Background: an optimization exercise with open tools, aiming at small area, a short achievable clock period and few clock cycles per item. Do not read the settings as production practice.
The RTL was checked by simulation tests, not by an equivalence proof against the original design.

==> exp/juniper <==
// loop_slot
module loop_slot (
    input  wire          clk,
    input  wire          rst,           
    input  wire          start,         
    output wire          ready,
    output reg           done,          
    input  wire [31:0]   rt,            
    input  wire [31:0]   fb,            
    input  wire [31:0]   ff,            
    input  wire [31:0]   inj,           
    input  wire [1:0]    inj_point,     
    input  wire [31:0]   rise,          
    input  wire [31:0]   fall,
    input  wire [1:0]    nsec,          
    input  wire          s0_biquad,     
    input  wire          bank,          
    input  wire          bumpless,
    input  wire          freeze,
    input  wire [703:0]  bank0,
    input  wire [703:0]  bank1,
    output reg  [31:0]   y,
    output reg           st_slew,
    output reg           st_ihi,
    output reg           st_ilo,
    output reg           st_ohi,
    output reg           st_olo
);
==> flow/config.mk <==
export PLATFORM = sky130hd
export DESIGN_NAME = loop_slot
export DESIGN_NICKNAME = loop_slot
export VERILOG_FILES = /design/flow/design.v
export SDC_FILE = /design/flow/constraint.sdc
export NUM_CORES = 4
export LEC_CHECK = 0
export CAP_MARGIN = 20
export CORE_MARGIN = 2
export CORE_UTILIZATION = 45
export GPL_ROUTABILITY_DRIVEN = 1
export GPL_TIMING_DRIVEN = 1
export PLACE_DENSITY = 0.6
export SLEW_MARGIN = 20
==> flow/constraint.sdc <==
create_clock -name core_clock -period 32.0 [get_ports {clk}]
set_input_delay 6.4000 -clock core_clock [delete_from_list [all_inputs] [get_ports {clk}]]
set_output_delay 6.4000 -clock core_clock [all_outputs]
set_load 0.01 [all_outputs]
standard.sh (not shown) runs the stock make flow with config.mk's settings and CLKGATE_MAP_FILE= SYNTH_SCRIPT=/design/flow/synth_recipe.tcl, a recipe that flattens the netlist after the stock synthesis.
==> flow/flow/run.sh <==
#!/bin/bash
set -euo pipefail
bash standard.sh SETUP_SLACK_MARGIN=23 TNS_END_PERCENT=20 \
    "BUFFER_PORTS_ARGS=-buffer_cell sky130_fd_sc_hd__buf_1" finish > standard_flow.log 2>&1
==> inputs of exp/onyx, as changes to exp/juniper <==
--- a/flow/design.v
+++ b/flow/design.v
@@ -128,25 +128,25 @@
     reg        n_last;
     reg [2:0]  n_state;         
     wire pid_end = bump ? (pstep == 3'd6) : (pstep == 3'd2);
     wire pid_go  = pid_pend & e_avail;
     wire u_hazard = (i_valid & ((i_op == OP_PFIN) | (i_op == OP_BFIN))) |
                     (m_valid & ((m_op == OP_PFIN) | (m_op == OP_BFIN)));
+    wire rn_valid = (st == ST_RUN) &
+                    (pid_go | ((~pid_pend | ((nsec_r != 2'd0) & (wd != 3'd0))) &
+                               ~((wd == 3'd0) & u_hazard)));
     always @(*) begin
         n_valid = 1'b0;
         n_op    = OP_KADD;
         n_sec   = sec;
         n_word  = wd;
         n_old   = 1'b0;
         n_os    = OS_STATE;
         n_last  = 1'b0;
         n_state = wd;
         if (st == ST_IDLE) begin
-            n_sec   = is_pid ? 2'd1 : 2'd0;
-            n_word  = 3'd1;
-            n_state = 3'd1;
             n_op    = OP_KNEW;
             n_valid = start & ~freeze & (~is_pid | (nsec != 2'd0));
         end else if (st == ST_RUN) begin
             if (pid_go) begin
                 n_sec   = 2'd0;
                 n_valid = 1'b1;
@@ -207,16 +207,19 @@
         endcase
     end
     wire signed [32:0] dd_sum = u - e1;
     wire signed [31:0] dd_now = first ? 32'sd0 :
                                 (dd_sum > 33'sd2147483647)  ? 32'sh7fffffff :
                                 (dd_sum < -33'sd2147483648) ? 32'sh80000000 : dd_sum[31:0];
+    wire signed [31:0] x1_s0 = (lvl[0] != 2'd0) ? x1[0] : 32'sd0;
+    wire signed [31:0] x1_s1 = (lvl[1] != 2'd0) ? x1[1] : 32'sd0;
+    wire signed [31:0] opnd_idle = s0_biquad ? x1_s0 : x1_s1;
     reg signed [31:0] opnd;
     always @(*) begin
         case (n_os)
-            OS_STATE: opnd = st_word;
+            OS_STATE: opnd = (st == ST_IDLE) ? opnd_idle : st_word;
             OS_U:     opnd = u;
             default:  opnd = dd_now;
         endcase
     end
     reg        m_valid;
     reg [3:0]  m_op;
@@ -383,13 +386,13 @@
                 if (pc == 2'd1 || (pc == 2'd2 && slow)) u <= e_now;
                 if (pc == 2'd1) begin
                     r       <= r_next;
                     st_slew <= slew_next;
                     w       <= $signed(ff_r) + (inj_out ? $signed(inj_r) : 33'sd0);
                 end
-                if (n_valid) begin
+                if (rn_valid) begin
                     if (pid_go) begin
                         if (pstep == 3'd2 && !bump) e1 <= u;
                         if (pstep == 3'd6) e1 <= u;
                         if (pid_end) begin
                             pid_pend <= 1'b0;
                             if (nsec_r == 2'd0) st <= ST_DRAIN;
==> flow/flow/run.sh (replaced) <==
#!/bin/bash
set -euo pipefail
bash standard.sh SETUP_SLACK_MARGIN=24 TNS_END_PERCENT=20 \
    "BUFFER_PORTS_ARGS=-buffer_cell sky130_fd_sc_hd__buf_1" finish > standard_flow.log 2>&1
==> summary.txt <==
met1 Use GR=58.3%; run status=complete, but fails checks; worst hold start=i_last$_SDFF_PP0_; setup bufs post-CTS=55; Post-Route WL=701,000 microns; first-pass GRT wire length=926,000 microns; max_cap viols=1; post-synthesis simple-gate area fraction=12.3%; CTS resizes=294; Fail Reasons=max-capacitance violations; Data buffer area share=8.23%; WL met2=268,000 microns; routability cong.=1.09
# the run above: exp/onyx

==> summary.txt <==
Fail Reasons=max-capacitance violations, max-slew violations; fin worst setup slack=22.53 ns; run status=complete, but fails checks; worst hold start=i_old$_DFF_P_; Tmin final=9.47 ns; met1 Use GR=64.8%; Post-Route WL=747,000 microns; max_cap viols=1; first-pass GRT wire length=967,000 microns; Antenna diodes=484; WL met2=274,000 microns; post-synthesis simple-gate area fraction=11.8%; final max-slew violation count=2; setup bufs post-CTS=24
# the run above: exp/juniper

Testbench counts of exp/juniper, summed over its fixed seeds: cycles 37,296, items 3,200.
Testbench counts of exp/onyx, summed over its fixed seeds: cycles 37,296, items 3,200.

## separate check: timing with driven ports
The flow's constraints put no driver on any port. The routed layouts listed below were extracted and timed again, unchanged, in two steps.
Step 1, drivers: a clkbuf_16 drives clk and a buf_2 each remaining input, both assumed.
Step 2 moves the port delays by t, midway between the first and last clock arrival at a register: inputs arrive t later, outputs are due t later. That takes back most of the time a late clock gives input paths.
a / b / c = ideal / step 1 / step 2; a / b = the first two.
| run | t, ns | slack for setup (ns) | hold WS [ns] | worst register clock-pin slew, ns |
|---|---|---|---|---|
| exp/juniper | 0.932 | 22.530 / 22.556 / 21.624 | 0.342 / 0.342 / 0.342 | 0.09 / 0.09 |
| exp/onyx | 0.954 | 23.421 / 23.398 / 22.444 | 0.336 / 0.336 / 0.336 | 0.07 / 0.07 |
For exp/onyx, which loses most, drivers alone change the setup slack by -0.023 ns; drivers and shift together by -0.977 ns.
